This design comes from an exercise in tuning for small area, a short achievable clock period and few clock cycles on the open sky130 flow, not from production work. Only simulation tests tie the RTL to the original design; equivalence was not proved.

==> flow/design.v <==
module fj_xu (
    input  wire        clk,
    input  wire        rst,           
    input  wire        in_valid,
    output wire        in_ready,
    input  wire [31:0] in_insn,
    input  wire [31:0] in_va,
    input  wire [31:0] in_vb,
    output reg         out_valid,
    output reg         out_ill,       
    output reg         out_wr,        
    output reg  [31:0] out_value,     
    output reg  [7:0]  out_flags      
);
    localparam F_SAT_ADD = 0;
    localparam F_SAT_MUL = 1;
    localparam F_SAT_ACC = 2;
    localparam F_DIV0    = 4;
    localparam F_OVF     = 6;
    localparam [31:0] I32_MAX = 32'h7FFF_FFFF;
    localparam [31:0] I32_MIN = 32'h8000_0000;
    localparam [47:0] A48_MAX = 48'h7FFF_FFFF_FFFF;
    localparam [47:0] A48_MIN = 48'h8000_0000_0000;
    reg [47:0] acc [0:3];
    reg [7:0]  sf;
    wire [5:0]  op    = in_insn[31:26];
    wire [4:0]  f_d   = in_insn[25:21];
    wire [4:0]  f_a   = in_insn[20:16];
    wire [4:0]  f_b   = in_insn[15:11];
    wire [5:0]  fx    = in_insn[10:5];
    wire [4:0]  lit   = in_insn[4:0];
    wire [15:0] imm   = in_insn[15:0];
    wire [1:0]  n     = lit[1:0];
    wire signed [31:0] sa = in_va;
    wire signed [31:0] sb = in_vb;
    wire signed [31:0] simm = {{16{imm[15]}}, imm};
    wire signed [63:0] prod = sa * sb;
    function [32:0] sat32;           
        input signed [63:0] x;
        begin
            if (x > $signed({32'd0, I32_MAX}))
                sat32 = {1'b1, I32_MAX};
            else if (x < -64'sd2147483648)
                sat32 = {1'b1, I32_MIN};
            else
                sat32 = {1'b0, x[31:0]};
        end
    endfunction
    function [48:0] sat48;           
        input signed [63:0] x;
        begin
            if (x > $signed({16'd0, A48_MAX}))
                sat48 = {1'b1, A48_MAX};
            else if (x < $signed({16'hFFFF, A48_MIN}))
                sat48 = {1'b1, A48_MIN};
            else
                sat48 = {1'b0, x[47:0]};
        end
    endfunction
    function signed [63:0] rnd;
        input signed [63:0] x;
        input [5:0]         sh;
        begin
            if (sh == 6'd0)
                rnd = x;
            else
                rnd = (x + (64'sd1 <<< (sh - 6'd1))) >>> sh;
        end
    endfunction
    wire signed [63:0] sa64 = {{32{sa[31]}}, sa};
    wire signed [63:0] sb64 = {{32{sb[31]}}, sb};
    wire signed [47:0] acc_n = acc[n];
    wire signed [63:0] acc64 = {{16{acc_n[47]}}, acc_n};
    reg        ill;           
    reg        wr;            
    reg [31:0] res;
    reg [7:0]  flg;
    reg        acc_we;
    reg [47:0] acc_nv;
    reg [7:0]  sf_clr;
    reg        is_div;        
    reg [32:0] s33;
    reg [48:0] s49;
    reg signed [63:0] t64;
    always @* begin
        ill    = 1'b0;
        wr     = 1'b0;
        res    = 32'd0;
        flg    = 8'd0;
        acc_we = 1'b0;
        acc_nv = acc_n;
        sf_clr = 8'd0;
        is_div = 1'b0;
        s33    = 33'd0;
        s49    = 49'd0;
        t64    = 64'sd0;
        case (op)
        6'h01: begin
            wr = 1'b1;
            case (fx)
            6'h0B, 6'h0C, 6'h0D: ill = (f_b != 5'd0);
            6'h1F:               ill = (f_a != 5'd0) || (f_b != 5'd0) || (lit != 5'd0);
            default:             ill = (lit != 5'd0);
            endcase
            case (fx)
            6'h00: res = in_va + in_vb;
            6'h01: res = in_va - in_vb;
            6'h02: begin
                s33 = sat32(sa64 + sb64);
                res = s33[31:0];
                flg[F_OVF] = s33[32];
            end
            6'h03: begin
                s33 = sat32(sa64 - sb64);
                res = s33[31:0];
                flg[F_OVF] = s33[32];
            end
            6'h04: res = in_va & in_vb;
            6'h05: res = in_va | in_vb;
            6'h06: res = in_va ^ in_vb;
            6'h07: res = in_va & ~in_vb;
            6'h08: res = in_va << in_vb[4:0];
            6'h09: res = in_va >> in_vb[4:0];
            6'h0A: res = sa >>> in_vb[4:0];
            6'h0B: res = in_va << lit;
            6'h0C: res = in_va >> lit;
            6'h0D: res = sa >>> lit;
            6'h10: begin
                res = prod[31:0];
                s33 = sat32(prod);
                flg[F_OVF] = s33[32];
            end
            6'h11: res = prod[63:32];
            6'h12: is_div = 1'b1;
            6'h14: res = {31'd0, sa < sb};
            6'h15: res = {31'd0, in_va < in_vb};
            6'h16: res = {31'd0, in_va == in_vb};
            6'h17: res = (sa < sb) ? in_va : in_vb;
            6'h18: res = (sa < sb) ? in_vb : in_va;
            6'h1F: res = {24'd0, sf};
            default: ill = 1'b1;         
            endcase
        end
        6'h02: begin
            wr = 1'b1;
            case (fx)
            6'h00, 6'h01, 6'h04, 6'h07: ill = (lit != 5'd0);
            6'h02, 6'h03:               ill = (lit != 5'd0) || (f_b != 5'd0);
            6'h05, 6'h06:               ill = (f_b != 5'd0);
            6'h08, 6'h09:               ill = (lit > 5'd28) || (f_b != 5'd0);
            default:                    ill = 1'b1;
            endcase
            case (fx)
            6'h00: begin                                  
                s33 = sat32(sa64 + sb64);
                res = s33[31:0];
                flg[F_SAT_ADD] = s33[32];
            end
            6'h01: begin                                  
                s33 = sat32(sa64 - sb64);
                res = s33[31:0];
                flg[F_SAT_ADD] = s33[32];
            end
            6'h02: begin                                  
                s33 = sat32(-sa64);
                res = s33[31:0];
                flg[F_SAT_ADD] = s33[32];
            end
            6'h03: begin                                  
                s33 = sat32(sa64 < 0 ? -sa64 : sa64);
                res = s33[31:0];
                flg[F_SAT_ADD] = s33[32];
            end
            6'h04: begin                                  
                s33 = sat32(rnd(prod, 6'd28));
                res = s33[31:0];
                flg[F_SAT_MUL] = s33[32];
            end
            6'h05: begin                                  
                s33 = sat32(sa64 <<< lit);
                res = s33[31:0];
                flg[F_SAT_MUL] = s33[32];
            end
            6'h06: begin                                  
                t64 = rnd(sa64, {1'b0, lit});
                res = t64[31:0];
            end
            6'h07: is_div = 1'b1;                         
            6'h08: begin                                  
                s33 = sat32(sa64 <<< (6'd28 - {1'b0, lit}));
                res = s33[31:0];
                flg[F_SAT_MUL] = s33[32];
            end
            6'h09: begin                                  
                t64 = rnd(sa64, 6'd28 - {1'b0, lit});
                res = t64[31:0];
            end
            default: ;
            endcase
        end
        6'h03: begin
            case (fx)
            6'h00, 6'h01, 6'h08: ill = (f_d != 5'd0);
            6'h02, 6'h03:        ill = (f_d != 5'd0) || (f_b != 5'd0);
            6'h04, 6'h06, 6'h07: ill = (f_a != 5'd0) || (f_b != 5'd0);
            6'h05:               ill = (f_d != 5'd0) || (f_a != 5'd0) || (f_b != 5'd0);
            default:             ill = 1'b1;
            endcase
            if (lit[4:2] != 3'd0)
                ill = 1'b1;
            case (fx)
            6'h00, 6'h01: begin                           
                t64 = rnd(prod, 6'd20);
                s49 = sat48(fx[0] ? acc64 - t64 : acc64 + t64);
                acc_we = 1'b1;
                acc_nv = s49[47:0];
                flg[F_SAT_ACC] = s49[48];
            end
            6'h02: begin                                  
                acc_we = 1'b1;
                acc_nv = {{8{in_va[31]}}, in_va, 8'd0};
            end
            6'h03: begin                                  
                s49 = sat48(acc64 + (sa64 <<< 8));
                acc_we = 1'b1;
                acc_nv = s49[47:0];
                flg[F_SAT_ACC] = s49[48];
            end
            6'h04: begin                                  
                wr = 1'b1;
                s33 = sat32(rnd(acc64, 6'd8));
                res = s33[31:0];
                flg[F_SAT_ACC] = s33[32];
            end
            6'h05: begin                                  
                acc_we = 1'b1;
                acc_nv = 48'd0;
            end
            6'h06: begin                                  
                wr = 1'b1;
                res = acc_n[31:0];
            end
            6'h07: begin                                  
                wr = 1'b1;
                res = {{16{acc_n[47]}}, acc_n[47:32]};
            end
            6'h08: begin                                  
                acc_we = 1'b1;
                acc_nv = {in_va[15:0], in_vb};
            end
            default: ;
            endcase
        end
        6'h08: begin                                      
            wr = 1'b1;
            ill = (f_a != 5'd0);
            res = {imm, 16'd0};
        end
        6'h09: begin                                      
            wr = 1'b1;
            s33 = sat32(sa64 + {{32{imm[15]}}, imm, 16'd0});
            res = s33[31:0];
            flg[F_SAT_ADD] = s33[32];
        end
        6'h0A: begin wr = 1'b1; res = in_va + simm; end                  
        6'h0B: begin wr = 1'b1; res = {31'd0, sa < simm}; end            
        6'h0C: begin wr = 1'b1; res = in_va & {16'd0, imm}; end          
        6'h0D: begin wr = 1'b1; res = in_va | {16'd0, imm}; end          
        6'h0E: begin wr = 1'b1; res = in_va ^ {16'd0, imm}; end          
        6'h0F: begin                                                     
            wr = 1'b1;
            ill = (f_a != 5'd0);
            res = {imm, 16'd0};
        end
        6'h36: begin
            ill = (f_d != 5'd0) || (f_a != 5'd0) || (imm[15:8] != 8'd0);
            sf_clr = imm[7:0];
        end
        default: ill = 1'b1;
        endcase
        if (ill) begin
            wr     = 1'b0;
            flg    = 8'd0;
            acc_we = 1'b0;
            sf_clr = 8'd0;
            is_div = 1'b0;
        end
        if (f_d == 5'd0)
            wr = 1'b0;
    end
    reg        busy;
    reg [5:0]  dv_cnt;        
    reg [63:0] dv_dq;         
    reg [31:0] dv_rem;
    reg [31:0] dv_dvs;        
    reg        dv_neg;        
    reg        dv_pdiv;       
    reg        dv_zero;       
    reg [1:0]  dv_asgn;       
    reg        dv_wr;
    wire [31:0] mag_a = sa[31] ? -in_va : in_va;
    wire [31:0] mag_b = sb[31] ? -in_vb : in_vb;
    wire [32:0] dv_sh  = {dv_rem[31:0], dv_dq[63]};
    wire [33:0] dv_sub = {1'b0, dv_sh} - {2'b0, dv_dvs};
    wire        dv_ge  = ~dv_sub[33];
    wire [59:0] q_mag   = dv_dq[59:0];
    wire        q_big   = dv_neg ? (q_mag > 60'd2147483648)
                                 : (q_mag > 60'd2147483647);
    wire [31:0] q_val   = dv_neg ? -q_mag[31:0] : q_mag[31:0];
    reg [31:0] dv_res;
    reg [7:0]  dv_flg;
    always @* begin
        dv_flg = 8'd0;
        if (dv_zero) begin
            dv_res = (dv_asgn == 2'b01) ? I32_MAX :
                     (dv_asgn == 2'b10) ? I32_MIN : 32'd0;
            dv_flg[F_DIV0] = 1'b1;
        end else if (q_big) begin
            dv_res = dv_neg ? I32_MIN : I32_MAX;
            if (dv_pdiv)
                dv_flg[F_SAT_MUL] = 1'b1;
            else
                dv_flg[F_OVF] = 1'b1;
        end else begin
            dv_res = q_val;
        end
    end
    assign in_ready = ~busy;
    wire accept = in_valid & in_ready;
    integer i;
    always @(posedge clk) begin
        if (rst) begin
            for (i = 0; i < 4; i = i + 1)
                acc[i] <= 48'd0;
            sf        <= 8'd0;
            busy      <= 1'b0;
            dv_cnt    <= 6'd0;
            out_valid <= 1'b0;
            out_ill   <= 1'b0;
            out_wr    <= 1'b0;
            out_value <= 32'd0;
            out_flags <= 8'd0;
        end else begin
            out_valid <= 1'b0;
            if (busy) begin
                if (dv_cnt != 6'd0) begin
                    dv_cnt <= dv_cnt - 6'd1;
                    dv_rem <= dv_ge ? dv_sub[31:0] : dv_sh[31:0];
                    dv_dq  <= {dv_dq[62:0], dv_ge};
                end else begin
                    busy      <= 1'b0;
                    out_valid <= 1'b1;
                    out_ill   <= 1'b0;
                    out_wr    <= dv_wr;
                    out_value <= dv_res;
                    out_flags <= dv_flg;
                    sf        <= sf | dv_flg;
                end
            end else if (accept) begin
                if (is_div) begin
                    busy    <= 1'b1;
                    dv_pdiv <= (op == 6'h02);
                    dv_neg  <= sa[31] ^ sb[31];
                    dv_zero <= (in_vb == 32'd0);
                    dv_asgn <= {sa[31], ~sa[31] & (in_va != 32'd0)};
                    dv_dvs  <= mag_b;
                    dv_rem  <= 32'd0;
                    dv_wr   <= wr;
                    if (op == 6'h02) begin
                        dv_dq  <= {mag_a, 32'd0};
                        dv_cnt <= 6'd60;
                    end else begin
                        dv_dq  <= {mag_a, 32'd0};
                        dv_cnt <= 6'd32;
                    end
                end else begin
                    out_valid <= 1'b1;
                    out_ill   <= ill;
                    out_wr    <= wr;
                    out_value <= res;
                    out_flags <= flg;
                    sf        <= (sf & ~sf_clr) | flg;
                    if (acc_we)
                        acc[n] <= acc_nv;
                end
            end
        end
    end
endmodule
==> flow/run.sh <==
#!/bin/bash
# synth_recipe.tcl (not shown) runs the flow's synth.tcl, then flattens the netlist and writes it again
# the make line also repeats each setting of config.mk as NAME=value (left out here)
make -C /OpenROAD-flow-scripts/flow DESIGN_CONFIG=/design/flow/config.mk WORK_HOME=/design/flow/orfs CLKGATE_MAP_FILE= SYNTH_SCRIPT=/design/flow/synth_recipe.tcl finish
==> flow/config.mk <==
export PLATFORM = sky130hd
export DESIGN_NAME = fj_xu
export DESIGN_NICKNAME = fj_xu
export VERILOG_FILES = /design/flow/design.v
export SDC_FILE = /design/flow/constraint.sdc
export NUM_CORES = 4
export LEC_CHECK = 0
export CAP_MARGIN = 20
export CORE_MARGIN = 2
export CORE_UTILIZATION = 40
export SETUP_SLACK_MARGIN = 1.0
export SLEW_MARGIN = 20
==> flow/constraint.sdc <==
create_clock -name core_clock -period 20.0 [get_ports {clk}]
set_input_delay 4.0000 -clock core_clock [delete_from_list [all_inputs] [get_ports {clk}]]
set_output_delay 4.0000 -clock core_clock [all_outputs]
set_load 0.01 [all_outputs]
==> flow_summary.json <==
{
  "status": "complete, no violations",
  "grt_pass1_vias": 113600,
  "syn_inst": 14000,
  "critPathKind": "in -> reg",
  "initial_utilization": 0.4030,
  "dpl_cell_area_mm2": 0.1204,
  "yosys_warnings": 1,
  "die_y_um": 529.5,
  "cts_tree": "built",
  "ant_nets": 0,
  "synth_area_mm2": 0.1105,
  "dpl.hpwl_um": 509800,
  "worstHoldEndpoint": "out_flags[6]",
  "worstHoldStart": "out_flags[6]",
  "fin_skew_ns": 0.04452,
  "yosys-top-cells-area": "fa_1 (20%), edfxtp_1 (8.9%), ha_1 (8.2%), nand2_1 (5.1%), inv_1 (4.8%)",
  "r2r-start": "acc[3][16]",
  "grt_util_all_layers": 0.4550,
  "period_needed_ns": 18.67,
  "worst_hold_path_type": "reg -> reg",
  "ctsRootBufferMaster": "clkbuf_16",
  "cp_max_fo": 28,
  "r2r_end": "acc[2][31]",
  "nets": 16090,
  "wl_met3_um": 82890,
  "async_reset_ff_frac": 0,
  "relSlewSlack": 0.08724,
  "crit_path_end_kind": "register",
  "fin_area_mm2": 0.1231,
  "ios": 143,
  "grt_pass1_wl_um": 898700,
  "detail_route.vias_per_cell": 6.664,
  "timing.fmax_mhz": 53.55,
  "synth_top_area_share": 0.1979,
  "top_layer": "met5",
  "synth.avg_cell_area_um2": 7.891,
  "core_region_area_mm2": 0.2741,
  "met1Wirelength_um": 245900,
  "cpMaxStageDelayCell": "fa_1",
  "synth_edf_count": 326,
  "drc": 0,
  "antenna_found_initial": 65,
  "synth.distinct_cells": 113,
  "yosysTopAreaCell": "fa_1",
  "tightest_slew_ns": 1.335,
  "dieArea_mm2": 0.2803,
  "ctsHoldBuffers": 0,
  "rrSetupSlack_ns": 12.61,
  "hold_violations": 0,
  "finalSetupViolations": 0,
  "overflow": 0,
  "num_rows": 192,
  "holdPathStages": 2,
  "h-tree-depth": 2,
  "maxCapViolations": 0,
  "drive_above_1_share": 0.1205,
  "worstPathArrival_ns": 19.04,
  "cpLargestDelayFamily": "adder cells",
  "clkTransAtPathRegs_ns": 0.06,
  "setup.worst_path.start_class": "input port",
  "port-buffer-count": 139,
  "die_w_um": 529.5,
  "crit_path_frequent_cell": "fa_1",
  "synth_sequential_area_ratio": 0.09860,
  "wl_um": 654400,
  "cts_sinks": 381,
  "wire_per_inst_um": 36.45,
  "fin_crit_sh": 0.9336,
  "met2WireLength_um": 263600,
  "cts_made_buffers": 47,
  "crit_buf_inv": 17,
  "grt_setup_unrepaired": "false",
  "clkLatencyLatePin_ns": 0.70,
  "vias": 119600,
  "reg2reg_depth": 19,
  "area.growth.synth_to_final_pct": 11.42,
  "gp_congestion": 1.121,
  "critPathMaxStageDelay_ns": 0.55,
  "grt_max_degree": 126,
  "clockBufferDepth": 3,
  "critical_path_required_ns": 20.37,
  "synth-seq-cells": 381,
  "drt_first_iter_violations": 17740,
  "synth_ff_type": "edfxtp_1",
  "drtPass1Iterations": 8,
  "finalMaxSlewViolations": 0
}
## how the worst max path moves through the flow
stage / cells after the start / start / to
5_1_grt: 57 / in_vb[11] / acc[3][22]
3_5_place_dp: 59 / in_vb[13] / out_flags[2]
4_1_cts: 58 / in_va[18] / acc[0][28]
6_report: 61 / in_vb[11] / acc[0][28]
3_3_place_gp: 59 / in_vb[13] / out_flags[2]
2_1_floorplan: 62 / in_va[31] / acc[0][29]
## timing repair
action	CTS	global route
resized for setup	15	123
pin swaps	0	31
buffers inserted	3	31
endpoints found under the setup margin	194	194
cloned	0	0
## metrics by stage
step                      instances  hold slack, ns  worst slack [ns]  TNS [ns]    util
after floorplan               14040          0.4273             1.011         0       -
after global placement        17780          0.4481           -0.7254    -36.13  0.4390
after detailed placement      17780          0.4491           -0.7184    -38.00  0.4394
after CTS                     17870          0.4569             1.019         0  0.4454
after global routing          17910          0.4919            0.9528         0  0.4486
final                         17950          0.4519             1.327         0  0.4490
## per-layer routing
layer,global-route usage,up-vias
met4,0.3487,46
met3,0.1455,2313
li1,-,49740
met2,0.6464,8459
met1,0.5692,59100
met5,0.002251,-
## cells by family after synthesis
family          count (synthesis)  synth area share
simple gates                 4438            0.1844
compound gates               3587            0.2152
buf+inv                      2421           0.08329
fa+ha+maj                    1821            0.2803
mux                           680           0.08496
xor+xnor                      669           0.05319
flops                         381           0.09860
other cells                     1        0.00003395
## cell usage after synthesis, drive strengths merged, types with 63 or more instances
library cell,n
a211oi,168
a21o,264
a21oi,879
a221oi,129
a31oi,280
and2,180
and3,146
buf,240
clkbuf,749
edfxtp,326
fa,1092
ha,720
inv,1408
mux2,120
mux2i,366
mux4,194
nand2,1498
nand2b,73
nand3,273
nand4,152
nor2,1359
nor2b,81
nor3,258
nor4,136
o211ai,166
o21a,75
o21ai,721
o21bai,86
o221ai,63
o22ai,63
o31ai,98
or3,79
xnor2,454
xor2,215
## worst reg2reg max path, stage by stage (launching register included)
cell       delay (ns)
edfxtp_1         0.36
mux4_2           0.67
ha_1             0.42
a21o_1           0.22
a21oi_1          0.24
nor3b_1          0.46
o2111ai_1        0.24
a31oi_1          0.31
o21ai_0          0.21
o21ai_0          0.59
o22ai_1          0.28
o2111ai_1        0.36
o211ai_1         0.20
a41oi_1          0.46
o21bai_1         0.18
o22ai_1          0.24
a21oi_4          0.08
buf_4            0.35
a222oi_1         1.07
a31oi_1          0.19
## flip-flops by register name (all words and copies together) (netlist names), 2 cells and up
register / flops
acc: 192
dv_asgn: 2
dv_cnt: 6
dv_dq: 64
dv_dvs: 32
dv_rem: 32
out_flags: 5
out_value: 32
sf: 8
## layout make-up
cell class | instances | area, µm²
multi-input cells | 11240 | 91710
clock inverters | 34 | 337.8
well taps | 3686 | 4612
repair buffers | 1081 | 8748
clock buffers | 53 | 1220
fillers | 28170 | 151000
inverters | 1432 | 5415
flip-flops and latches | 381 | 10890
diodes | 49 | 122.6
## layout by cell type, fill, tap and decap left out, types with 45 or more instances in the layout
| cell | instances |
|---|---|
| mux2i_1 | 358 |
| inv_1 | 1396 |
| nand3_1 | 271 |
| o221ai_1 | 62 |
| nor2b_1 | 80 |
| nor4_1 | 121 |
| xor2_1 | 211 |
| o22ai_1 | 62 |
| o211ai_1 | 149 |
| o21ai_0 | 693 |
| and3_1 | 139 |
| o31ai_1 | 91 |
| mux2_2 | 120 |
| a211oi_1 | 158 |
| o21a_1 | 74 |
| clkdlybuf4s50_1 | 77 |
| buf_4 | 928 |
| a41oi_1 | 45 |
| a21oi_1 | 856 |
| or3_1 | 76 |
| nand2b_1 | 73 |
| a21o_1 | 263 |
| a31oi_1 | 278 |
| xnor2_1 | 437 |
| dfxtp_1 | 54 |
| o2111ai_1 | 49 |
| nor2_1 | 1341 |
| clkbuf_16 | 48 |
| and2_1 | 178 |
| edfxtp_1 | 326 |
| o21bai_1 | 80 |
| nor3_1 | 242 |
| diode_2 | 49 |
| fa_1 | 1088 |
| nand2_1 | 1491 |
| ha_1 | 711 |
| mux4_2 | 194 |
| nand4_1 | 150 |
| a221oi_1 | 127 |
| a22oi_1 | 59 |
Testbench counts, summed over its fixed seeds: cycles 55,825.

==> separate check: timing with driven ports <==
In the flow no input, the clock included, has a driving cell. The finished layout below was timed again as built, in two steps.
Step 1, drivers: a clkbuf_16 drives clk and a buf_2 each remaining input, both assumed.
Step 2 moves the port delays by t, midway between the first and last clock arrival at a register: inputs arrive t later, outputs are due t later. That takes back most of the time a late clock gives input paths.
Slacks: ideal / step 1 / step 2; pairs: ideal / step 1.
t, ns: 0.774
setup slack, ns: 1.327 / 1.363 / 0.589
worst hold slack (ns): 0.452 / 0.452 / 0.452
clock arrival spread, ns: 0.047 / 0.047
slew at the worst register clock pin (ns): 0.08 / 0.08
After both steps setup and hold are still met in this run. For this run, drivers alone change the setup slack by +0.036 ns; drivers and shift together by -0.738 ns.
